Background: an optimization exercise with open tools, aiming at small area. Do not read the settings as production practice. Only simulation tests tie the RTL to the original design; equivalence was not proved. Power and IR drop assume default switching activity.

==> design.v <==
module lane_cur (
    input                    clk,
    input                    rst,
    input                    start,
    input                    run,
    input                    three,
    input                    svm,
    input                    inv_a,
    input                    inv_b,
    input             [11:0] code_a,
    input             [11:0] code_b,
    input             [11:0] offs_a,
    input             [11:0] offs_b,
    input  signed     [17:0] iref_a,
    input  signed     [17:0] iref_b,
    input             [15:0] kpc,
    input             [15:0] kic,
    input             [14:0] vlim,
    input             [16:0] period,
    input             [11:0] minon,
    input             [11:0] minoff,
    output                   done,
    output signed     [15:0] v_a,
    output signed     [15:0] v_b,
    output signed     [15:0] v_c,
    output            [16:0] w_a,
    output            [16:0] w_b,
    output            [16:0] w_c
);
    reg  [5:0] cyc;
    wire       act  = start | (cyc != 6'd0);
    wire       kph  = act & (cyc[5:4] == 2'b00);           
    wire       icl  = (cyc == 6'd16);                      
    wire       pph  = (cyc >= 6'd17) & (cyc <= 6'd32);     
    wire       c0   = (cyc == 6'd0);
    wire       p0   = (cyc == 6'd17);
    wire       vcl  = (cyc == 6'd33);
    wire       w0   = (cyc == 6'd34);
    wire       w1   = (cyc == 6'd35);
    wire       w16  = (cyc == 6'd50);
    wire       wph  = (cyc >= 6'd34) & (cyc <= 6'd50);
    wire       wsh  = (cyc >= 6'd34);
    wire       fc   = (cyc == 6'd51);                      
    wire [3:0] j    = cyc[3:0];
    assign done = three ? (cyc == 6'd52) : (cyc == 6'd51);
    always @(posedge clk) begin
        if (rst | done)
            cyc <= 6'd0;
        else if (act)
            cyc <= cyc + 6'd1;
    end
    reg zf;
    always @(posedge clk) begin
        if (rst)
            zf <= 1'b1;
        else if (icl)
            zf <= 1'b0;
    end
    wire [15:0] kpr  = {kpc[14:0], kpc[15]};
    wire kbit = kph ? kic[j] : kpr[j];
    wire        dlt   = period[16] & (period[15:0] != 16'd0);    
    wire [15:0] vl16  = {1'b0, vlim};
    wire [15:0] vlor;
    wire [15:0] nvl16 = vl16 ^ vlor;
    assign vlor[0] = 1'b0;
    genvar gi;
    generate
        for (gi = 1; gi < 16; gi = gi + 1) begin : g_nvl
            assign vlor[gi] = vlor[gi-1] | vl16[gi-1];
        end
    endgenerate
    wire        z_a, z_b, r_a, r_b, d_a, d_b, sp_a, sp_b, sn_a, sn_b;
    wire [15:0] v_ra, v_rb;
    wire [17:0] h_a, h_b;
    wire        mid, mid_d;
    lane_cur_ph ua (
        .clk(clk), .run(run), .three(three), .svm(svm), .zf(zf),
        .code(code_a), .offs(offs_a), .iref(iref_a), .inv(inv_a),
        .period(period), .vlim(vlim), .vl16(vl16), .nvl16(nvl16),
        .kbit(kbit),
        .kph(kph), .pph(pph), .c0(c0), .p0(p0), .icl(icl), .vcl(vcl), .w0(w0),
        .w1(w1), .w16(w16), .wph(wph), .wsh(wsh), .fc(fc), .dlt(dlt),
        .mid(mid), .mid_d(mid_d),
        .r(r_a), .d(d_a), .v(v_ra), .h(h_a), .sp(sp_a), .sn(sn_a)
    );
    lane_cur_ph ub (
        .clk(clk), .run(run), .three(three), .svm(svm), .zf(zf),
        .code(code_b), .offs(offs_b), .iref(iref_b), .inv(inv_b),
        .period(period), .vlim(vlim), .vl16(vl16), .nvl16(nvl16),
        .kbit(kbit),
        .kph(kph), .pph(pph), .c0(c0), .p0(p0), .icl(icl), .vcl(vcl), .w0(w0),
        .w1(w1), .w16(w16), .wph(wph), .wsh(wsh), .fc(fc), .dlt(dlt),
        .mid(mid), .mid_d(mid_d),
        .r(r_b), .d(d_b), .v(v_rb), .h(h_b), .sp(sp_b), .sn(sn_b)
    );
    wire signed [15:0] pa = v_ra;
    wire signed [15:0] pb = v_rb;
    wire        s_co, ab_co, t1_co, t2_co;
    lane_cur_cry #(15) u_ss (.a(pa[14:0]), .b(pb[14:0]), .ci(1'b0), .co(s_co));
    wire        sge = ~(pa[15] ^ pb[15] ^ s_co);
    lane_cur_cry #(15) u_ab (.a(pa[14:0]), .b(~pb[14:0]), .ci(pa[15]), .co(ab_co));
    wire        asel = ~(ab_co ^ pa[15]);
    lane_cur_cry #(16) u_t1 (.a({pa[15], pa[15:1]}), .b(pb), .ci(1'b0), .co(t1_co));
    lane_cur_cry #(16) u_t2 (.a({pb[15], pb[15:1]}), .b(pa), .ci(1'b0), .co(t2_co));
    wire        t1 = pa[15] ^ pb[15] ^ t1_co;
    wire        t2 = pa[15] ^ pb[15] ^ t2_co;
    reg  [1:0]  selc;    
    always @(*) begin
        if (pa[15] == pb[15])
            selc = asel ? 2'd0 : 2'd1;
        else if (!pa[15])
            selc = sge ? (t1 ? 2'd2 : 2'd1) : (t2 ? 2'd0 : 2'd2);
        else
            selc = sge ? (t2 ? 2'd2 : 2'd0) : (t1 ? 2'd1 : 2'd2);
    end
    reg [1:0] sel;
    always @(posedge clk)
        if (w0) sel <= selc;
    reg  ccy, cseen, d_c, cy_c, lz_c, sp_c, sn_c, zd_c;
    wire ccy_i   = ~w0 & ccy;
    wire cseen_i = ~w0 & cseen;
    wire csum    = r_a ^ r_b ^ ccy_i;
    wire c_k     = csum ^ cseen_i;
    assign mid   = (sel == 2'd0) ? r_a : (sel == 2'd1) ? r_b : c_k;
    assign mid_d = (sel == 2'd0) ? d_a : (sel == 2'd1) ? d_b : d_c;
    wire mm_c   = ~svm | mid;
    wire cyi_c  = w1 ? (~svm | mid_d) : cy_c;
    wire z_c    = d_c ^ mm_c ^ cyi_c;
    wire cy17_c = (d_c & mm_c) | (d_c & cyi_c) | (mm_c & cyi_c);
    wire y16_c  = c_k ^ mm_c ^ cy17_c;
    wire cy18_c = (c_k & mm_c) | (c_k & cy17_c) | (mm_c & cy17_c);
    wire y17_c  = c_k ^ mm_c ^ cy18_c;
    wire fcs_c  = fc & sp_c;
    wire fcn_c  = fc & sn_c;
    wire bm_c   = (three & wph & ~w0 & (z_c ^ w16)) | fcs_c;
    always @(posedge clk) begin
        ccy   <= (r_a & r_b) | (r_a & ccy_i) | (r_b & ccy_i);
        cseen <= cseen_i | csum;
        d_c   <= c_k;
        cy_c  <= cy17_c;
        lz_c  <= w0 | (lz_c & ~z_c);
        zd_c  <= z_c;
        if (w16) begin
            sp_c <= three & ~y17_c & (y16_c | z_c);
            sn_c <= three & y17_c & ~(y16_c & z_c & ~lz_c);
        end
    end
    reg  [17:0] h_c;
    reg  [15:0] v_rc;
    wire [17:0] hc_in = (h_c & {18{~(w0 | fcs_c | fcn_c)}})
                      | {{16{fcs_c}}, (fcs_c & ~dlt) | (fcn_c & period[16]), fcs_c};
    wire [18:0] tc;
    lane_cur_add #(18) u_tc (.a(hc_in), .b(bm_c ? {period, 1'b0} : 18'd0), .ci(1'b0), .s(tc[17:0]), .co(tc[18]));
    always @(posedge clk) begin
        h_c  <= tc[18:1];
        v_rc <= {three & zd_c, v_rc[15:1]};
    end
    wire [16:0] pm;
    wire        pm_co;
    lane_cur_add #(17) u_pm (.a(period), .b(~{5'd0, minoff}), .ci(1'b1), .s(pm), .co(pm_co));
    wire        mo_gt = (minoff[11:1] != 11'd0) | (minoff[0] & ~dlt);   
    wire        mn_gt = (minon[11:1] != 11'd0) | (minon[0] & ~period[16]);  
    wire        lo_a, lo_b, lo_c, hi_a, hi_b, hi_c;
    lane_cur_cry #(12) u_loa (.a(h_a[12:1]), .b(~minon), .ci(1'b1), .co(lo_a));
    lane_cur_cry #(12) u_lob (.a(h_b[12:1]), .b(~minon), .ci(1'b1), .co(lo_b));
    lane_cur_cry #(12) u_loc (.a(h_c[12:1]), .b(~minon), .ci(1'b1), .co(lo_c));
    lane_cur_cry #(17) u_hia (.a(h_a[17:1]), .b(~pm), .ci(1'b0), .co(hi_a));
    lane_cur_cry #(17) u_hib (.a(h_b[17:1]), .b(~pm), .ci(1'b0), .co(hi_b));
    lane_cur_cry #(17) u_hic (.a(h_c[17:1]), .b(~pm), .ci(1'b0), .co(hi_c));
    reg         zr_a, zr_b, zr_c, hr_a, hr_b, hr_c;
    wire        sx_a = three & sp_a, nx_a = three & sn_a;
    wire        sx_b = three & sp_b, nx_b = three & sn_b;
    wire        sx_c = three & sp_c, nx_c = three & sn_c;
    always @(posedge clk) begin
        zr_a <= sx_a ? 1'b0 : nx_a ? mn_gt : ~lo_a & (h_a[17:13] == 5'd0);
        zr_b <= sx_b ? 1'b0 : nx_b ? mn_gt : ~lo_b & (h_b[17:13] == 5'd0);
        zr_c <= sx_c ? 1'b0 : nx_c ? mn_gt : ~lo_c & (h_c[17:13] == 5'd0);
        hr_a <= sx_a ? mo_gt : nx_a ? 1'b0 : hi_a;
        hr_b <= sx_b ? mo_gt : nx_b ? 1'b0 : hi_b;
        hr_c <= sx_c ? mo_gt : nx_c ? 1'b0 : hi_c;
    end
    function automatic [16:0] lim(input [16:0] w, input zr, input hi);
        if (zr)
            lim = 17'd0;
        else if (hi)
            lim = pm;
        else
            lim = w;
    endfunction
    function automatic [15:0] vsat(input [15:0] v, input sp, input sn);
        vsat = sp ? 16'h7FFF : sn ? 16'h8001 : v;
    endfunction
    assign v_a = vsat(v_ra, sp_a, sn_a);
    assign v_b = vsat(v_rb, sp_b, sn_b);
    assign v_c = vsat(v_rc, sp_c, sn_c);
    assign w_a = lim(h_a[16:0], zr_a, hr_a);
    assign w_b = lim(h_b[16:0], zr_b, hr_b);
    assign w_c = lim(h_c[16:0], zr_c, hr_c);
endmodule
module lane_cur_ph (
    input                clk,
    input                run,
    input                three,
    input                svm,
    input                zf,
    input         [11:0] code,
    input         [11:0] offs,
    input  signed [17:0] iref,
    input                inv,
    input         [16:0] period,
    input         [14:0] vlim,
    input         [15:0] vl16,
    input         [15:0] nvl16,
    input                kbit,
    input                kph,
    input                pph,
    input                c0,
    input                p0,
    input                icl,
    input                vcl,
    input                w0,
    input                w1,
    input                w16,
    input                wph,
    input                wsh,
    input                fc,
    input                dlt,
    input                mid,
    input                mid_d,
    output               r,
    output reg           d,
    output reg    [15:0] v,
    output        [17:0] h,
    output reg           sp,
    output reg           sn
);
    wire [11:0] dis;
    wire        dco;
    lane_cur_add #(12) u_di (.a(code), .b(~offs), .ci(1'b1), .s(dis), .co(dco));
    wire [12:0] di = {~dco, dis};
    wire [12:0] dx = di ^ {13{~inv}};
    wire [18:0] e;
    wire        ec13, eco;
    lane_cur_add #(13) u_e (.a(iref[12:0]), .b(dx), .ci(~inv), .s(e[12:0]), .co(ec13));
    lane_cur_sxt #(6) u_ex (.a({iref[17], iref[17:13]}), .b(dx[12]), .ci(ec13), .s(e[18:13]));
    reg  signed [23:0] hr;      
    reg         [23:0] ii;      
    assign h = hr[17:0];
    wire [26:0] zv   = {hr[18:0], v[15:8]};
    wire        zhz  = (zv[25:15] == 11'd0);
    wire        zho  = (zv[25:15] == 11'h7ff);
    wire        gco, lco;
    lane_cur_cry #(15) u_gt (.a(zv[14:0]), .b(~vlim), .ci(icl & (v[7:0] != 8'd0)), .co(gco));
    lane_cur_cry #(15) u_lt (.a(zv[14:0]), .b(vlim), .ci(1'b0), .co(lco));
    wire        sh   = ~zv[26] & (~zhz | gco);
    wire        sl   = zv[26] & (~zho | ~lco);
    wire [23:0] inew = ~run ? 24'd0 : sh ? {vl16, 8'd0} : sl ? {nvl16, 8'd0}
                                         : {hr[7:0], v[15:0]};
    wire        inj  = c0 | p0 | w0;
    wire [23:0] x24  = ii & {24{(c0 | p0) & ~zf}};
    wire        fcs  = fc & sp;
    wire        fcn  = fc & sn;
    wire [24:0] hin  = inj ? {x24[23], x24}
                           : ({hr[23], hr} & {25{~(fcs | fcn)}})
                             | {{23{fcs}}, (fcs & ~dlt) | (fcn & period[16]), fcs};
    wire pi  = kph | pph;
    reg  s, cy, lz, zd;
    assign r = w16 ? d : v[0];
    wire xx   = three ? d : d ^ s;
    wire mm   = three ? (~svm | mid) : ~s;
    wire cyi  = w1 ? (~three | ~svm | mid_d) : cy;
    wire z    = xx ^ mm ^ cyi;
    wire cy17 = (xx & mm) | (xx & cyi) | (mm & cyi);
    wire y16  = r ^ mm ^ cy17;
    wire cy18 = (r & mm) | (r & cy17) | (mm & cy17);
    wire y17  = r ^ mm ^ cy18;
    wire bm   = (wph & ~w0 & (w16 ? three & ~z : z)) | fcs;
    wire signed [24:0] op2 = pi ? (kbit ? {{6{e[18]}}, e} : 25'sd0)
                                : (bm ? {7'd0, period, 1'b0} : 25'sd0);
    wire [24:0] t;
    wire        tc19;
    lane_cur_add #(19) u_t (.a(hin[18:0]), .b(op2[18:0]), .ci(1'b0), .s(t[18:0]), .co(tc19));
    lane_cur_sxt #(6) u_tx (.a(hin[24:19]), .b(op2[18]), .ci(tc19), .s(t[24:19]));
    always @(posedge clk) begin
        hr <= t[24:1];
        if (vcl)
            v <= ~run ? 16'd0 : sh ? vl16 : sl ? nvl16 : zv[15:0];
        else
            v <= {wsh ? (three ? zd : d) : t[0], v[15:1]};
        if (icl)
            ii <= inew;
        if (w0) s <= v[15];
        d  <= r;
        cy <= cy17;
        lz <= w0 | (lz & ~z);
        zd <= z;
        if (w16) begin
            sp <= three & ~y17 & (y16 | z);
            sn <= three & y17 & ~(y16 & z & ~lz);
        end
    end
endmodule
module lane_cur_add #(parameter W = 8) (
    input  [W-1:0] a,
    input  [W-1:0] b,
    input          ci,
    output [W-1:0] s,
    output         co
);
    wire [W:0] c;
    assign c[0] = ci;
    genvar i;
    generate
        for (i = 0; i < W; i = i + 1) begin : g
            wire p = a[i] ^ b[i];
            assign s[i]   = p ^ c[i];
            assign c[i+1] = (a[i] & b[i]) | (p & c[i]);
        end
    endgenerate
    assign co = c[W];
endmodule
module lane_cur_cry #(parameter W = 8) (
    input  [W-1:0] a,
    input  [W-1:0] b,
    input          ci,
    output         co
);
    wire [W:0] c;
    assign c[0] = ci;
    genvar i;
    generate
        for (i = 0; i < W; i = i + 1) begin : g
            assign c[i+1] = (a[i] & b[i]) | ((a[i] | b[i]) & c[i]);
        end
    endgenerate
    assign co = c[W];
endmodule
module lane_cur_sxt #(parameter W = 6) (
    input  [W-1:0] a,
    input          b,
    input          ci,
    output [W-1:0] s
);
    wire [W:0] po, pa;
    assign po[0] = 1'b0;
    assign pa[0] = 1'b1;
    genvar i;
    generate
        for (i = 0; i < W; i = i + 1) begin : g
            assign po[i+1] = po[i] | a[i];
            assign pa[i+1] = pa[i] & a[i];
            wire c = b ? (ci | po[i]) : (ci & pa[i]);
            assign s[i] = a[i] ^ b ^ c;
        end
    endgenerate
endmodule
==> flow/run.sh <==
#!/bin/bash
# Layout flow: the standard flow (standard.sh) with two changes.
#  1. Port buffers use the smallest buffer cell (buffer_ports -buffer_cell).
#  2. After the standard synthesis, the combinational logic is re-mapped for
#     area (flow/reopt.sh); registers keep their names and cell types, and the
#     new netlist is proven equal to the standard one before it is used.
set -u
export BUFFER_PORTS_ARGS="-buffer_cell sky130_fd_sc_hd__buf_1"
bash standard.sh synth > standard_synth.log 2>&1 || exit 1
R=orfs/results/sky130hd/lane_cur/base
LIB=$FLOW_HOME/platforms/sky130hd/lib/sky130_fd_sc_hd__tt_025C_1v80.lib
cp $R/1_2_yosys.v 1_2_yosys_standard.v
if bash flow/reopt.sh "$PWD/1_2_yosys_standard.v" "$PWD/1_2_yosys_reopt.v" "$LIB" flow/dontuse.txt "$PWD" > reopt.log 2>&1; then
  cp 1_2_yosys_reopt.v $R/1_2_yosys.v
  rm -f $R/1_synth.odb $R/1_synth.sdc
  echo "reopt: using the re-mapped netlist" >> reopt.log
else
  echo "reopt: failed, keeping the standard netlist" >> reopt.log
fi
bash standard.sh finish > standard.log 2>&1
==> flow/dontuse.txt <==
sky130_fd_sc_hd__probe_p_8
sky130_fd_sc_hd__probec_p_8
sky130_fd_sc_hd__lpflow_bleeder_1
sky130_fd_sc_hd__lpflow_clkbufkapwr_1
sky130_fd_sc_hd__lpflow_clkbufkapwr_16
sky130_fd_sc_hd__lpflow_clkbufkapwr_2
sky130_fd_sc_hd__lpflow_clkbufkapwr_4
sky130_fd_sc_hd__lpflow_clkbufkapwr_8
sky130_fd_sc_hd__lpflow_clkinvkapwr_1
sky130_fd_sc_hd__lpflow_clkinvkapwr_16
sky130_fd_sc_hd__lpflow_clkinvkapwr_2
sky130_fd_sc_hd__lpflow_clkinvkapwr_4
sky130_fd_sc_hd__lpflow_clkinvkapwr_8
sky130_fd_sc_hd__lpflow_decapkapwr_12
sky130_fd_sc_hd__lpflow_decapkapwr_3
sky130_fd_sc_hd__lpflow_decapkapwr_4
sky130_fd_sc_hd__lpflow_decapkapwr_6
sky130_fd_sc_hd__lpflow_decapkapwr_8
sky130_fd_sc_hd__lpflow_inputiso0n_1
sky130_fd_sc_hd__lpflow_inputiso0p_1
sky130_fd_sc_hd__lpflow_inputiso1n_1
sky130_fd_sc_hd__lpflow_inputiso1p_1
sky130_fd_sc_hd__lpflow_inputisolatch_1
sky130_fd_sc_hd__lpflow_isobufsrc_1
sky130_fd_sc_hd__lpflow_isobufsrc_16
sky130_fd_sc_hd__lpflow_isobufsrc_2
sky130_fd_sc_hd__lpflow_isobufsrc_4
sky130_fd_sc_hd__lpflow_isobufsrc_8
sky130_fd_sc_hd__lpflow_isobufsrckapwr_16
sky130_fd_sc_hd__lpflow_lsbuf_lh_hl_isowell_tap_1
sky130_fd_sc_hd__lpflow_lsbuf_lh_hl_isowell_tap_2
sky130_fd_sc_hd__lpflow_lsbuf_lh_hl_isowell_tap_4
sky130_fd_sc_hd__lpflow_lsbuf_lh_isowell_4
sky130_fd_sc_hd__lpflow_lsbuf_lh_isowell_tap_1
sky130_fd_sc_hd__lpflow_lsbuf_lh_isowell_tap_2
sky130_fd_sc_hd__lpflow_lsbuf_lh_isowell_tap_4
sky130_fd_sc_hd__fill_1
sky130_fd_sc_hd__fill_2
sky130_fd_sc_hd__fill_4
sky130_fd_sc_hd__fill_8
==> flow/reopt.sh <==
#!/bin/bash
# Re-map the combinational logic of the standard synthesis netlist for area.
# Registers, full adders and tie cells are kept as they are (same
# instances, names and cell types); everything else is flattened to its
# library function and mapped again by ABC with an area script.
# usage: reopt.sh IN.v OUT.v LIB DONT_USE_LIST WORKDIR
set -e
IN=$1; OUT=$2; LIB=$3; DU=$4; W=$5
KEEP=$(grep -o "sky130_fd_sc_hd__[a-z0-9_]*" $IN | sort -u | grep -E "__(dfxtp|edfxtp|dfxbp|edfxbp|dfrtp|dfstp|dfbbp|sdf|sedf|dl|fa|conb)" | tr '\n' ' ')
DUARGS=""
for c in $(cat $DU); do DUARGS="$DUARGS -dont_use $c"; done
cat > $W/reopt_abc.script <<EOS
strash
dch -f
map -a
mfs2
strash
dch -f
map -a
mfs2
strash
dch -f
map -a
mfs2
strash
dch -f
map -a
mfs2
strash
dch -f
map -a
mfs2
strash
dch -f
map -a
mfs2
strash
dch -f
map -a
mfs2
strash
dch -f
map -a
topo
dnsize
EOS
cat > $W/reopt.ys <<EOS
read_liberty -ignore_miss_func $LIB
read_verilog $IN
hierarchy -top lane_cur
setattr -mod -set keep_hierarchy 1 $KEEP
flatten
opt_clean -purge
abc -liberty $LIB -script $W/reopt_abc.script $DUARGS
opt_clean -purge
hilomap -singleton -hicell sky130_fd_sc_hd__conb_1 HI -locell sky130_fd_sc_hd__conb_1 LO
insbuf -buf sky130_fd_sc_hd__buf_4 A X
splitnets
opt_clean -purge
select -module lane_cur
write_verilog -noattr -nohex -nodec -selected $OUT
EOS
yosys -p "script $W/reopt.ys" > $W/reopt_yosys.log 2>&1
# Prove the new netlist equal to the standard one (registers paired by name).
cat > $W/reopt_eq.ys <<EOS
read_liberty -ignore_miss_func $LIB
read_verilog $IN
rename lane_cur gold
read_verilog $OUT
rename lane_cur gate
setattr -mod -unset top gold gate
flatten
opt_clean
equiv_make gold gate equiv
hierarchy -top equiv
equiv_simple -seq 2
equiv_induct
equiv_status -assert
EOS
yosys -p "script $W/reopt_eq.ys" > $W/reopt_eq.log 2>&1
==> standard.sh <==
#!/bin/bash
# synth_recipe.tcl (not shown) runs the flow's synth.tcl, then flattens the netlist and writes it again
# the make line also repeats each setting of config.mk as NAME=value (left out here)
make -C /OpenROAD-flow-scripts/flow DESIGN_CONFIG=/design/flow/config.mk WORK_HOME=/design/flow/orfs CLKGATE_MAP_FILE= SYNTH_SCRIPT=/design/flow/synth_recipe.tcl "${@:-finish}"
==> config.mk <==
export PLATFORM = sky130hd
export DESIGN_NAME = lane_cur
export DESIGN_NICKNAME = lane_cur
export VERILOG_FILES = /design/flow/design.v
export SDC_FILE = /design/flow/constraint.sdc
export NUM_CORES = 4
export LEC_CHECK = 0
export CAP_MARGIN = 20
export CORE_MARGIN = 2
export CORE_UTILIZATION = 40
export SLEW_MARGIN = 20
==> constraint.sdc <==
create_clock -name core_clock -period 12.0 [get_ports {clk}]
set_input_delay 2.4000 -clock core_clock [delete_from_list [all_inputs] [get_ports {clk}]]
set_output_delay 2.4000 -clock core_clock [all_outputs]
set_load 0.01 [all_outputs]
==> impl_results.md, run 1 <==
- Netlist area before placement: 14,800 um^2
- Depth of the CTS H-tree: 4
- Final instance area: 17,600 um^2
- Peak supply drop: 0.000126 V
- Cell row count: 70
- Antenna Nets Post-Route: 0
- Critical path arrival: 9190 ps
- Crit path kind: in2out
- Worst reg2reg startpoint: cyc[4]
- Initial Util: 40.5%
- Worst-path fanout max: 8
- Placed Area: 16,900 um^2
- Nature of the critical path startpoint: primary input
- Worst setup margin: 412 ps
- CTS tree: yes
- Root Driver: clkbuf_16
- Vias in the first global route: 15.1k
- Syn_nets: 2,207
- I/O pins: 280
- Mean post-synth cell area: 7.74 um^2
- 1st-iter DRT viols: 1,634
- Run status: complete, no violations
- Fill count: 3,743
- Max-cap viol count: 0
- First-pass GRT wire length: 87,200 um
- Aggregate global routing overflow: 0
- Largest net degree at the start of global routing: 52
- Hold_sp: v_rc[8]
- Fmax: 86.3 MHz
- P&R area growth vs syn: 19.0%
- Residual DRC: 0
- Die area: 38,500 um^2
- Num Clock Sinks: 199
- Deepest clock path buffer count: 2
- Hold bufs inserted after CTS: 0
- Slew @ Worst Pin: 1030 ps
- Warnings from Yosys: 2
- Gpl congestion: 0.951
- Clock Latency Late Sink: 470 ps
- Drt total wl: 58,000 um
- Sw power: 1550 uW
- Via count: 16.1k
- DP Wirelength: 46,500 um
- Final Hold Viols: 0
- Input/output buffers: 279
- Setup violations, final: 0
- Leak Pwr: 0.00617 uW
- Clock skew: 13.9 ps
- Dpl ws: -182 ps
- Slew HR: 31.4%
- Pint: 1710 uW
- Switching Fraction: 47.5%
- Die Wd: 196 um
- Via density: 5.85
- Die height: 196 um
- TritonCTS buffer count: 17
- Worst Hold Class: reg2reg
- Fin crit share: 96.6%
- Share of layout cells above drive strength 1: 5.82%
- Synthesized instance count: 1,911
- Nets@finish: 2,568
- Final-report max-slew violation count: 0
- Post-layout minimum cycle time: 11,590 ps
- Critical Path End Type: primary output
- Core ar.: 36,500 um^2
- RSZ-0062 raised after global routing: false
- Power Dens Cells: 185 nW/um^2
- Clock power share: 18.7%
- Worst Path Required: 9600 ps
- Tot GR Track Use: 29.7%
- Worst-path clk slew: 70 ps
- Sequential Power Share: 34.3%
- Initial antenna violation count: 3
- Worst setup path startpoint: period[0]
- Pre-antenna DRT Iters: 6
- Combinational power share: 47.0%
- Wire length per cell: 21.0 um
[repair_timing]
action,CTS,global route
gates cloned,0,0
resized for setup,1,29
setup buffers,0,1
pin swaps,0,6
setup endpoints to repair,2,14
[critical path, stage by stage]
cell	delay, ps
buf_1	90
buf_4	160
clkinv_1	130
nand2_1	90
fa_1	390
fa_1	390
fa_1	390
fa_1	400
fa_1	390
fa_1	410
fa_1	420
fa_1	390
fa_1	410
fa_1	390
fa_1	420
nor2_1	160
clkinv_1	100
nor2_1	180
clkinv_1	110
nor3_1	250
xor2_1	670
a21oi_1	220
buf_1	180
[stage by stage]
stage | total power [uW] | utilization, % | hold slack (ps) | cells | setup TNS [ps]
6_report | 3260 | 48.2 | 353 | 2755 | 0
5_1_grt | 3460 | 48.2 | 356 | 2753 | 0
4_1_cts | 3210 | 48.0 | 354 | 2752 | 0
3_5_place_dp | 2600 | 46.3 | 340 | 2720 | -443
3_3_place_gp | 2580 | 46.3 | 339 | 2719 | -14.9
2_1_floorplan | 1990 | - | 331 | 1911 | 0
[power by group through the flow]
stage	registers (uW)	logic, uW	clock network (uW)
final	1120	1530	608
after global routing	1130	1690	639
after floorplan	1020	968	0
after CTS	1110	1490	611
after detailed placement	1120	1480	0
after global placement	1120	1460	0
[per-layer routing]
| metal | vias up | GRT usage, % | share of wire (%) |
|---|---|---|---|
| met5 | - | 0 | 0.022 |
| met4 | 2 | 10.4 | 3.4 |
| met3 | 100 | 5.51 | 9.2 |
| met2 | 845 | 47.5 | 46 |
| met1 | 7731 | 40.3 | 41 |
| li1 | 7428 | - | - |
[area by class of cell]
| cell class | count | area (um^2) | share of cell area [%] |
|---|---|---|---|
| multi-input cells | 1415 | 9210 | 52.3 |
| flip-flops and latches | 199 | 4570 | 25.9 |
| repair buffers | 342 | 1520 | 8.64 |
| inverters | 297 | 1120 | 6.34 |
| well taps | 468 | 586 | 3.33 |
| clock buffers | 18 | 429 | 2.44 |
| clock inverters | 14 | 173 | 0.980 |
| diodes | 2 | 5.00 | 0.0284 |
[placed cells by master (no fill, tap or decap), drive strengths merged, types with 23 or more instances in the layout]
cell / count
nor3: 25
buf: 341
o21a: 29
nand2: 298
a22oi: 52
dfxtp: 141
a21oi: 135
fa: 116
o221ai: 23
o21ai: 268
edfxtp: 58
xnor2: 33
nand3: 39
nor2: 168
o22ai: 80
clkinv: 296
[final timing paths]
check	end	slack [ps]	cells past startpoint
worst min-delay path	v_rc[7]	350	0
worst max-delay path	w_c[16]	410	23
worst max register to register	ua.hr[21]	700	49
worst min register to register	v_rc[7]	350	0
[sequential cells by signal, summed over array words and instances (netlist names), 2 cells and up]
register,flops
ua.hr,24
sel,2
ub.ii,24
ub.v,16
cyc,6
h_c,18
v_rc,16
ua.v,16
ua.ii,24
ub.hr,24
==> inputs of run 2 (changes only) <==
--- a/design.v
+++ b/design.v
@@ -39,10 +39,8 @@
     wire       w1   = (cyc == 6'd35);
     wire       w16  = (cyc == 6'd50);
     wire       wph  = (cyc >= 6'd34) & (cyc <= 6'd50);
-    wire       wsh  = (cyc >= 6'd34);
-    wire       fc   = (cyc == 6'd51);                      
-    wire [3:0] j    = cyc[3:0];
-    assign done = three ? (cyc == 6'd52) : (cyc == 6'd51);
+    wire [3:0] j    = kph ? cyc[3:0] : cyc[3:0] - 4'd1;
+    assign done = three ? (cyc == 6'd51) : (cyc == 6'd50);
     always @(posedge clk) begin
         if (rst | done)
             cyc <= 6'd0;
@@ -56,9 +54,7 @@
         else if (icl)
             zf <= 1'b0;
     end
-    wire [15:0] kpr  = {kpc[14:0], kpc[15]};
-    wire kbit = kph ? kic[j] : kpr[j];
-    wire        dlt   = period[16] & (period[15:0] != 16'd0);    
+    wire kbit = kph ? kic[j] : kpc[j];
     wire [15:0] vl16  = {1'b0, vlim};
     wire [15:0] vlor;
     wire [15:0] nvl16 = vl16 ^ vlor;
@@ -71,7 +67,7 @@
     endgenerate
     wire        z_a, z_b, r_a, r_b, d_a, d_b, sp_a, sp_b, sn_a, sn_b;
     wire [15:0] v_ra, v_rb;
-    wire [17:0] h_a, h_b;
+    wire [16:0] h_a, h_b;
     wire        mid, mid_d;
     lane_cur_ph ua (
         .clk(clk), .run(run), .three(three), .svm(svm), .zf(zf),
@@ -79,7 +75,7 @@
         .period(period), .vlim(vlim), .vl16(vl16), .nvl16(nvl16),
         .kbit(kbit),
         .kph(kph), .pph(pph), .c0(c0), .p0(p0), .icl(icl), .vcl(vcl), .w0(w0),
-        .w1(w1), .w16(w16), .wph(wph), .wsh(wsh), .fc(fc), .dlt(dlt),
+        .w1(w1), .w16(w16), .wph(wph),
         .mid(mid), .mid_d(mid_d),
         .r(r_a), .d(d_a), .v(v_ra), .h(h_a), .sp(sp_a), .sn(sn_a)
     );
@@ -89,7 +85,7 @@
         .period(period), .vlim(vlim), .vl16(vl16), .nvl16(nvl16),
         .kbit(kbit),
         .kph(kph), .pph(pph), .c0(c0), .p0(p0), .icl(icl), .vcl(vcl), .w0(w0),
-        .w1(w1), .w16(w16), .wph(wph), .wsh(wsh), .fc(fc), .dlt(dlt),
+        .w1(w1), .w16(w16), .wph(wph),
         .mid(mid), .mid_d(mid_d),
         .r(r_b), .d(d_b), .v(v_rb), .h(h_b), .sp(sp_b), .sn(sn_b)
     );
@@ -116,7 +112,7 @@
     reg [1:0] sel;
     always @(posedge clk)
         if (w0) sel <= selc;
-    reg  ccy, cseen, d_c, cy_c, lz_c, sp_c, sn_c, zd_c;
+    reg  ccy, cseen, d_c, cy_c, lz_c, sp_c, sn_c;
     wire ccy_i   = ~w0 & ccy;
     wire cseen_i = ~w0 & cseen;
     wire csum    = r_a ^ r_b ^ ccy_i;
@@ -130,57 +126,58 @@
     wire y16_c  = c_k ^ mm_c ^ cy17_c;
     wire cy18_c = (c_k & mm_c) | (c_k & cy17_c) | (mm_c & cy17_c);
     wire y17_c  = c_k ^ mm_c ^ cy18_c;
-    wire fcs_c  = fc & sp_c;
-    wire fcn_c  = fc & sn_c;
-    wire bm_c   = (three & wph & ~w0 & (z_c ^ w16)) | fcs_c;
+    wire bm_c   = three & wph & ~w0 & (z_c ^ w16);
     always @(posedge clk) begin
         ccy   <= (r_a & r_b) | (r_a & ccy_i) | (r_b & ccy_i);
         cseen <= cseen_i | csum;
         d_c   <= c_k;
         cy_c  <= cy17_c;
         lz_c  <= w0 | (lz_c & ~z_c);
-        zd_c  <= z_c;
-        if (w16) begin
-            sp_c <= three & ~y17_c & (y16_c | z_c);
-            sn_c <= three & y17_c & ~(y16_c & z_c & ~lz_c);
-        end
+        sp_c  <= w16 & three & ~y17_c & (y16_c | z_c);
+        sn_c  <= w16 & three & y17_c & ~(y16_c & z_c & ~lz_c);
     end
-    reg  [17:0] h_c;
+    reg  [16:0] h_c;
     reg  [15:0] v_rc;
-    wire [17:0] hc_in = (h_c & {18{~(w0 | fcs_c | fcn_c)}})
-                      | {{16{fcs_c}}, (fcs_c & ~dlt) | (fcn_c & period[16]), fcs_c};
-    wire [18:0] tc;
-    lane_cur_add #(18) u_tc (.a(hc_in), .b(bm_c ? {period, 1'b0} : 18'd0), .ci(1'b0), .s(tc[17:0]), .co(tc[18]));
+    wire [16:0] hc_in = w0 ? 17'd0 : h_c;
+    wire [17:0] tc;
+    lane_cur_add #(17) u_tc (.a(hc_in), .b(bm_c ? period : 17'd0), .ci(1'b0), .s(tc[16:0]), .co(tc[17]));
     always @(posedge clk) begin
-        h_c  <= tc[18:1];
-        v_rc <= {three & zd_c, v_rc[15:1]};
+        h_c  <= tc[17:1];
+        v_rc <= {three & z_c, v_rc[15:1]};
     end
     wire [16:0] pm;
     wire        pm_co;
     lane_cur_add #(17) u_pm (.a(period), .b(~{5'd0, minoff}), .ci(1'b1), .s(pm), .co(pm_co));
-    wire        mo_gt = (minoff[11:1] != 11'd0) | (minoff[0] & ~dlt);   
-    wire        mn_gt = (minon[11:1] != 11'd0) | (minon[0] & ~period[16]);  
+    wire        dlt   = period[16] & (period[15:0] != 16'd0);
+    wire [16:0] pbw;
+    wire [16:0] pdec;
+    assign pdec[0] = period[0] ^ ~dlt;
+    assign pbw[0]  = ~period[0] & ~dlt;
+    assign pdec[1] = period[1] ^ dlt ^ pbw[0];
+    assign pbw[1]  = ~period[1] & (dlt | pbw[0]);
+    generate
+        for (gi = 2; gi < 17; gi = gi + 1) begin : g_pd
+            assign pdec[gi] = period[gi] ^ pbw[gi-1];
+            assign pbw[gi]  = ~period[gi] & pbw[gi-1];
+        end
+    endgenerate
+    wire        mo_gt = (minoff[11:1] != 11'd0) | (minoff[0] & ~dlt);
+    wire [16:0] psp   = mo_gt ? pm : pdec;
+    wire        snb   = period[16] & (minon[11:1] == 11'd0);
     wire        lo_a, lo_b, lo_c, hi_a, hi_b, hi_c;
-    lane_cur_cry #(12) u_loa (.a(h_a[12:1]), .b(~minon), .ci(1'b1), .co(lo_a));
-    lane_cur_cry #(12) u_lob (.a(h_b[12:1]), .b(~minon), .ci(1'b1), .co(lo_b));
-    lane_cur_cry #(12) u_loc (.a(h_c[12:1]), .b(~minon), .ci(1'b1), .co(lo_c));
-    lane_cur_cry #(17) u_hia (.a(h_a[17:1]), .b(~pm), .ci(1'b0), .co(hi_a));
-    lane_cur_cry #(17) u_hib (.a(h_b[17:1]), .b(~pm), .ci(1'b0), .co(hi_b));
-    lane_cur_cry #(17) u_hic (.a(h_c[17:1]), .b(~pm), .ci(1'b0), .co(hi_c));
-    reg         zr_a, zr_b, zr_c, hr_a, hr_b, hr_c;
-    wire        sx_a = three & sp_a, nx_a = three & sn_a;
-    wire        sx_b = three & sp_b, nx_b = three & sn_b;
-    wire        sx_c = three & sp_c, nx_c = three & sn_c;
-    always @(posedge clk) begin
-        zr_a <= sx_a ? 1'b0 : nx_a ? mn_gt : ~lo_a & (h_a[17:13] == 5'd0);
-        zr_b <= sx_b ? 1'b0 : nx_b ? mn_gt : ~lo_b & (h_b[17:13] == 5'd0);
-        zr_c <= sx_c ? 1'b0 : nx_c ? mn_gt : ~lo_c & (h_c[17:13] == 5'd0);
-        hr_a <= sx_a ? mo_gt : nx_a ? 1'b0 : hi_a;
-        hr_b <= sx_b ? mo_gt : nx_b ? 1'b0 : hi_b;
-        hr_c <= sx_c ? mo_gt : nx_c ? 1'b0 : hi_c;
-    end
-    function automatic [16:0] lim(input [16:0] w, input zr, input hi);
-        if (zr)
+    lane_cur_cry #(12) u_loa (.a(h_a[11:0]), .b(~minon), .ci(1'b1), .co(lo_a));
+    lane_cur_cry #(12) u_lob (.a(h_b[11:0]), .b(~minon), .ci(1'b1), .co(lo_b));
+    lane_cur_cry #(12) u_loc (.a(h_c[11:0]), .b(~minon), .ci(1'b1), .co(lo_c));
+    lane_cur_cry #(17) u_hia (.a(h_a), .b(~pm), .ci(1'b0), .co(hi_a));
+    lane_cur_cry #(17) u_hib (.a(h_b), .b(~pm), .ci(1'b0), .co(hi_b));
+    lane_cur_cry #(17) u_hic (.a(h_c), .b(~pm), .ci(1'b0), .co(hi_c));
+    function automatic [16:0] lim(input [16:0] w, input lo, input hi,
+                                  input sp, input sn);
+        if (sp)
+            lim = psp;
+        else if (sn)
+            lim = {16'd0, snb};
+        else if (~lo & (w[16:12] == 5'd0))
             lim = 17'd0;
         else if (hi)
             lim = pm;
@@ -193,9 +190,9 @@
     assign v_a = vsat(v_ra, sp_a, sn_a);
     assign v_b = vsat(v_rb, sp_b, sn_b);
     assign v_c = vsat(v_rc, sp_c, sn_c);
-    assign w_a = lim(h_a[16:0], zr_a, hr_a);
-    assign w_b = lim(h_b[16:0], zr_b, hr_b);
-    assign w_c = lim(h_c[16:0], zr_c, hr_c);
+    assign w_a = lim(h_a, lo_a, hi_a, sp_a, sn_a);
+    assign w_b = lim(h_b, lo_b, hi_b, sp_b, sn_b);
+    assign w_c = lim(h_c, lo_c, hi_c, sp_c, sn_c);
 endmodule
 module lane_cur_ph (
     input                clk,
@@ -222,15 +219,12 @@
     input                w1,
     input                w16,
     input                wph,
-    input                wsh,
-    input                fc,
-    input                dlt,
     input                mid,
     input                mid_d,
     output               r,
     output reg           d,
     output reg    [15:0] v,
-    output        [17:0] h,
+    output        [16:0] h,
     output reg           sp,
     output reg           sn
 );
@@ -245,7 +239,7 @@
     lane_cur_sxt #(6) u_ex (.a({iref[17], iref[17:13]}), .b(dx[12]), .ci(ec13), .s(e[18:13]));
     reg  signed [23:0] hr;      
     reg         [23:0] ii;      
-    assign h = hr[17:0];
+    assign h = hr[16:0];
     wire [26:0] zv   = {hr[18:0], v[15:8]};
     wire        zhz  = (zv[25:15] == 11'd0);
     wire        zho  = (zv[25:15] == 11'h7ff);
@@ -258,13 +252,9 @@
                                          : {hr[7:0], v[15:0]};
     wire        inj  = c0 | p0 | w0;
     wire [23:0] x24  = ii & {24{(c0 | p0) & ~zf}};
-    wire        fcs  = fc & sp;
-    wire        fcn  = fc & sn;
-    wire [24:0] hin  = inj ? {x24[23], x24}
-                           : ({hr[23], hr} & {25{~(fcs | fcn)}})
-                             | {{23{fcs}}, (fcs & ~dlt) | (fcn & period[16]), fcs};
+    wire [24:0] hin  = inj ? {x24[23], x24} : {hr[23], hr};
     wire pi  = kph | pph;
-    reg  s, cy, lz, zd;
+    reg  s, cy, lz;
     assign r = w16 ? d : v[0];
     wire xx   = three ? d : d ^ s;
     wire mm   = three ? (~svm | mid) : ~s;
@@ -274,9 +264,9 @@
     wire y16  = r ^ mm ^ cy17;
     wire cy18 = (r & mm) | (r & cy17) | (mm & cy17);
     wire y17  = r ^ mm ^ cy18;
-    wire bm   = (wph & ~w0 & (w16 ? three & ~z : z)) | fcs;
+    wire bm   = wph & ~w0 & (z ^ w16);
     wire signed [24:0] op2 = pi ? (kbit ? {{6{e[18]}}, e} : 25'sd0)
-                                : (bm ? {7'd0, period, 1'b0} : 25'sd0);
+                                : (bm ? {8'd0, period} : 25'sd0);
     wire [24:0] t;
     wire        tc19;
     lane_cur_add #(19) u_t (.a(hin[18:0]), .b(op2[18:0]), .ci(1'b0), .s(t[18:0]), .co(tc19));
@@ -286,18 +276,15 @@
         if (vcl)
             v <= ~run ? 16'd0 : sh ? vl16 : sl ? nvl16 : zv[15:0];
         else
-            v <= {wsh ? (three ? zd : d) : t[0], v[15:1]};
+            v <= {wph ? (three ? z : v[0]) : t[0], v[15:1]};
         if (icl)
             ii <= inew;
         if (w0) s <= v[15];
         d  <= r;
         cy <= cy17;
         lz <= w0 | (lz & ~z);
-        zd <= z;
-        if (w16) begin
-            sp <= three & ~y17 & (y16 | z);
-            sn <= three & y17 & ~(y16 & z & ~lz);
-        end
+        sp <= w16 & three & ~y17 & (y16 | z);
+        sn <= w16 & three & y17 & ~(y16 & z & ~lz);
     end
 endmodule
 module lane_cur_add #(parameter W = 8) (
--- a/flow/reopt.sh
+++ b/flow/reopt.sh
@@ -1,35 +1,15 @@
 #!/bin/bash
 # Re-map the combinational logic of the standard synthesis netlist for area.
-# Registers, full adders and tie cells are kept as they are (same
+# Registers, full and half adders and tie cells are kept as they are (same
 # instances, names and cell types); everything else is flattened to its
 # library function and mapped again by ABC with an area script.
 # usage: reopt.sh IN.v OUT.v LIB DONT_USE_LIST WORKDIR
 set -e
 IN=$1; OUT=$2; LIB=$3; DU=$4; W=$5
-KEEP=$(grep -o "sky130_fd_sc_hd__[a-z0-9_]*" $IN | sort -u | grep -E "__(dfxtp|edfxtp|dfxbp|edfxbp|dfrtp|dfstp|dfbbp|sdf|sedf|dl|fa|conb)" | tr '\n' ' ')
+KEEP=$(grep -o "sky130_fd_sc_hd__[a-z0-9_]*" $IN | sort -u | grep -E "__(dfxtp|edfxtp|dfxbp|edfxbp|dfrtp|dfstp|dfbbp|sdf|sedf|dl|fa|ha|conb)" | tr '\n' ' ')
 DUARGS=""
 for c in $(cat $DU); do DUARGS="$DUARGS -dont_use $c"; done
 cat > $W/reopt_abc.script <<EOS
-strash
-dch -f
-map -a
-mfs2
-strash
-dch -f
-map -a
-mfs2
-strash
-dch -f
-map -a
-mfs2
-strash
-dch -f
-map -a
-mfs2
-strash
-dch -f
-map -a
-mfs2
 strash
 dch -f
 map -a
==> impl_results.md, run 2 <==
- Wire length per cell: 22.8 um (+8.1%)
- Root Driver: clkbuf_16
- Cell row count: 70 (unchanged)
- Post-Layout Cell Count: 2,768 (+0.47%)
- Delay of the slowest critical-path stage: 480 ps (-190 ps)
- CTS tree: yes
- First-pass GRT wire length: 93,700 um (+7.4%)
- Commonest non-fill, non-tap cells in the layout: clkinv_1 (296), buf_1 (274), nor2_1 (244), nand2_1 (178), o21ai_0 (151)
- Leading cell type in the layout, fill and taps excluded: clkinv_1
- Post-layout minimum cycle time: 11,720 ps (+131 ps)
- Drt total wl: 63,000 um (+8.6%)
- Nets@finish: 2,628 (+2.3%)
- Fmax: 85.3 MHz (-1.1%)
- Max-cap viol count: 0 (unchanged)
- Register Area: 4300 um^2 (-5.8%)
- Number of diodes: 0 (-2)
- Clock Latency Late Sink: 470 ps (about the same)
- CP Capture Point: w_b[11]
- Critical path arrival: 9320 ps (+130 ps)
- Worst-path clk slew: 80 ps (about the same)
- Worst Hold Class: reg2reg
- Mean post-synth cell area: 8.00 um^2 (+3.3%)
- Cells on worst reg2reg path: 52 (+6.1%)
- Worst-path fanout max: 6 (-2)
- Input/output buffers: 279 (unchanged)
- I/O pins: 280 (unchanged)
- Setup TNS: 0 ps (unchanged)
- Worst setup path startpoint: period[0]
- Grt met3 use: 4.79% (-0.72 points)
- Depth of the CTS H-tree: 4 (unchanged)
- Largest net degree at the start of global routing: 52 (unchanged)
- Slew HR: 20.1% (-11 points)
- Run status: complete, no violations
- Setup violations, final: 0 (unchanged)
- Syn_nets: 2,220 (+0.59%)
- Via count: 16.5k (+2.7%)
- CP most frequent cell: fa_2
- Most used routing layer: met2
- Fin crit share: 97.7% (+1.1 points)
- Tot GR Track Use: 32.0% (+2.4 points)
- Die Wd: 198 um (+0.76%)
- Num Clock Sinks: 189 (-5.0%)
- Antenna Nets Post-Route: 0 (unchanged)
- Residual DRC: 0 (unchanged)
- Slowest-stage cell, CP: a221oi_1
- Worst setup margin: 280 ps (-131 ps)
- Netlist area before placement: 15,000 um^2 (+1.5%)
- Worst Path Required: 9600 ps (about the same)
- Final-report max-slew violation count: 0 (unchanged)
- R2R setup slack: 540 ps (-160 ps)
- Vias in the first global route: 15.6k (+3.8%)
- P&R area growth vs syn: 22.2%
- Synthesized instance count: 1,879 (-1.7%)
- Aggregate global routing overflow: 0 (unchanged)
- Critical Path End Type: primary output
- Crit path kind: in2out
- Share of layout cells above drive strength 1: 9.39% (+3.6 points)
- Die height: 198 um (+0.76%)
- Initial Util: 40.8% (+0.33 points)
- Met2 Use GR: 50.2% (+2.7 points)
- TritonCTS buffer count: 17 (unchanged)
- Fill count: 3,731 (-0.32%)
- Gpl congestion: 0.991 (+4.1%)
- Power Total: 3960 uW (+22%)
- Pre-antenna DRT Iters: 7 (+1)
- 1st-iter DRT viols: 1,812 (+11%)
- Via density: 5.98 (+2.2%)
- DP Wirelength: 50,500 um (+8.7%)
- Nature of the critical path startpoint: primary input
- Peak supply drop: 0.000119 V (-5.4%)
- Final Hold Viols: 0 (unchanged)
- Deepest clock path buffer count: 2 (unchanged)
- Initial antenna violation count: 1 (-2)
- Inst Count DP: 2,732 (+0.44%)
- Post-layout util: 49.9% (+1.7 points)
- Slew @ Worst Pin: 1190 ps (+164 ps)
- Die area: 39,100 um^2 (+1.5%)
- Core ar.: 36,800 um^2 (+0.72%)
- Worst reg2reg startpoint: cyc[3]
- Clock skew: 13.9 ps (-0.0825 ps)
- Warnings from Yosys: 2 (unchanged)
- Met1 Track Usage GR: 43.9% (+3.6 points)
- Dpl ws: -474 ps (-292 ps)
- Area of the multi-input gates: 9820 um^2 (+6.6%)
- Worst R2R End: ua.hr[23]
- Power Dens Cells: 216 nW/um^2 (+17%)
- Leak Pwr: 0.00660 uW (+7.0%)
[run 2: report_power, final]
part | total (uW) | switching (uW) | internal [uW]
Combinational | 2240 | 1420 | 820
Sequential | 1110 | 278 | 835
Clock | 607 | 300 | 307
Total | 3960 | 2000 | 1960
[run 2: area by class of cell]
type / instances / share of cell area [%]
clock buffers: 19 / 2.41
clock inverters: 13 / 0.940
inverters: 307 / 6.30
multi-input cells: 1383 / 53.5
flip-flops and latches: 189 / 23.4
well taps: 468 / 3.19
repair buffers: 389 / 10.3
[run 2: what timing repair did]
item | CTS | global route
hold endpoints to repair | 0 | 0
hold buffers | 0 | 0
pin swaps | 8 | 15
endpoints found under the setup margin | 36 | 29
resized for setup | 26 | 62
setup buffers | 3 | 1
[run 2: per-stage QoR]
stage | hold slack [ps] | area [um^2]
3_3_place_gp | 341 | 17500
4_1_cts | 347 | 18200
2_1_floorplan | 331 | 15000
6_report | 348 | 18400
3_5_place_dp | 340 | 17500
5_1_grt | 355 | 18400
[run 2: critical path: cells and delay by family]
kind | cells | cell delay, ps
compound gates | 5 | 1240
fa+ha+maj | 14 | 4440
buf+inv | 9 | 980
simple gates | 4 | 260
[run 2: metal layers]
metal | vias up | wire (um)
met3 | 145 | 5270
li1 | 7571 | -
met1 | 7908 | 26700
met2 | 916 | 28200
met5 | - | 13
met4 | 2 | 2840
[run 2: worst min path at each step]
stage	to	start	cells past startpoint
final	v_rc[2]	v_rc[3]	0
after global routing	v_rc[11]	v_rc[12]	0
after CTS	v_rc[2]	v_rc[3]	0
after detailed placement	v_rc[2]	v_rc[3]	0
after global placement	v_rc[4]	v_rc[5]	0
after floorplan	v_rc[0]	v_rc[1]	0

[re-timing with driven ports]
In the flow no input, the clock included, has a driving cell. The finished layouts below were timed again as built, in two steps. Step 1 (the two cells are an assumption about what drives the block):
set clk [get_ports {clk}]
set_driving_cell -lib_cell sky130_fd_sc_hd__clkbuf_16 $clk
set_driving_cell -lib_cell sky130_fd_sc_hd__buf_2 [delete_from_list [all_inputs] $clk]
Step 2 moves the port delays by t, midway between the first and last clock arrival at a register: inputs arrive t later, outputs are due t later. That takes back most of the time a late clock gives input paths. Slacks: ideal / step 1 / step 2; pairs: ideal / step 1.
run | t (ns) | setup WS [ns] | slew at the worst register clock pin (ns)
run 1 | 0.515 | 0.412 / 0.391 / -0.031 | 0.08 / 0.08
run 2 | 0.515 | 0.280 / 0.260 / 0.079 | 0.08 / 0.08
With both steps, setup timing fails in run 1, where it was met with ideal ports. The setup slack of run 1, which loses most, moves by -0.021 ns with the drivers and by -0.443 ns with both steps.
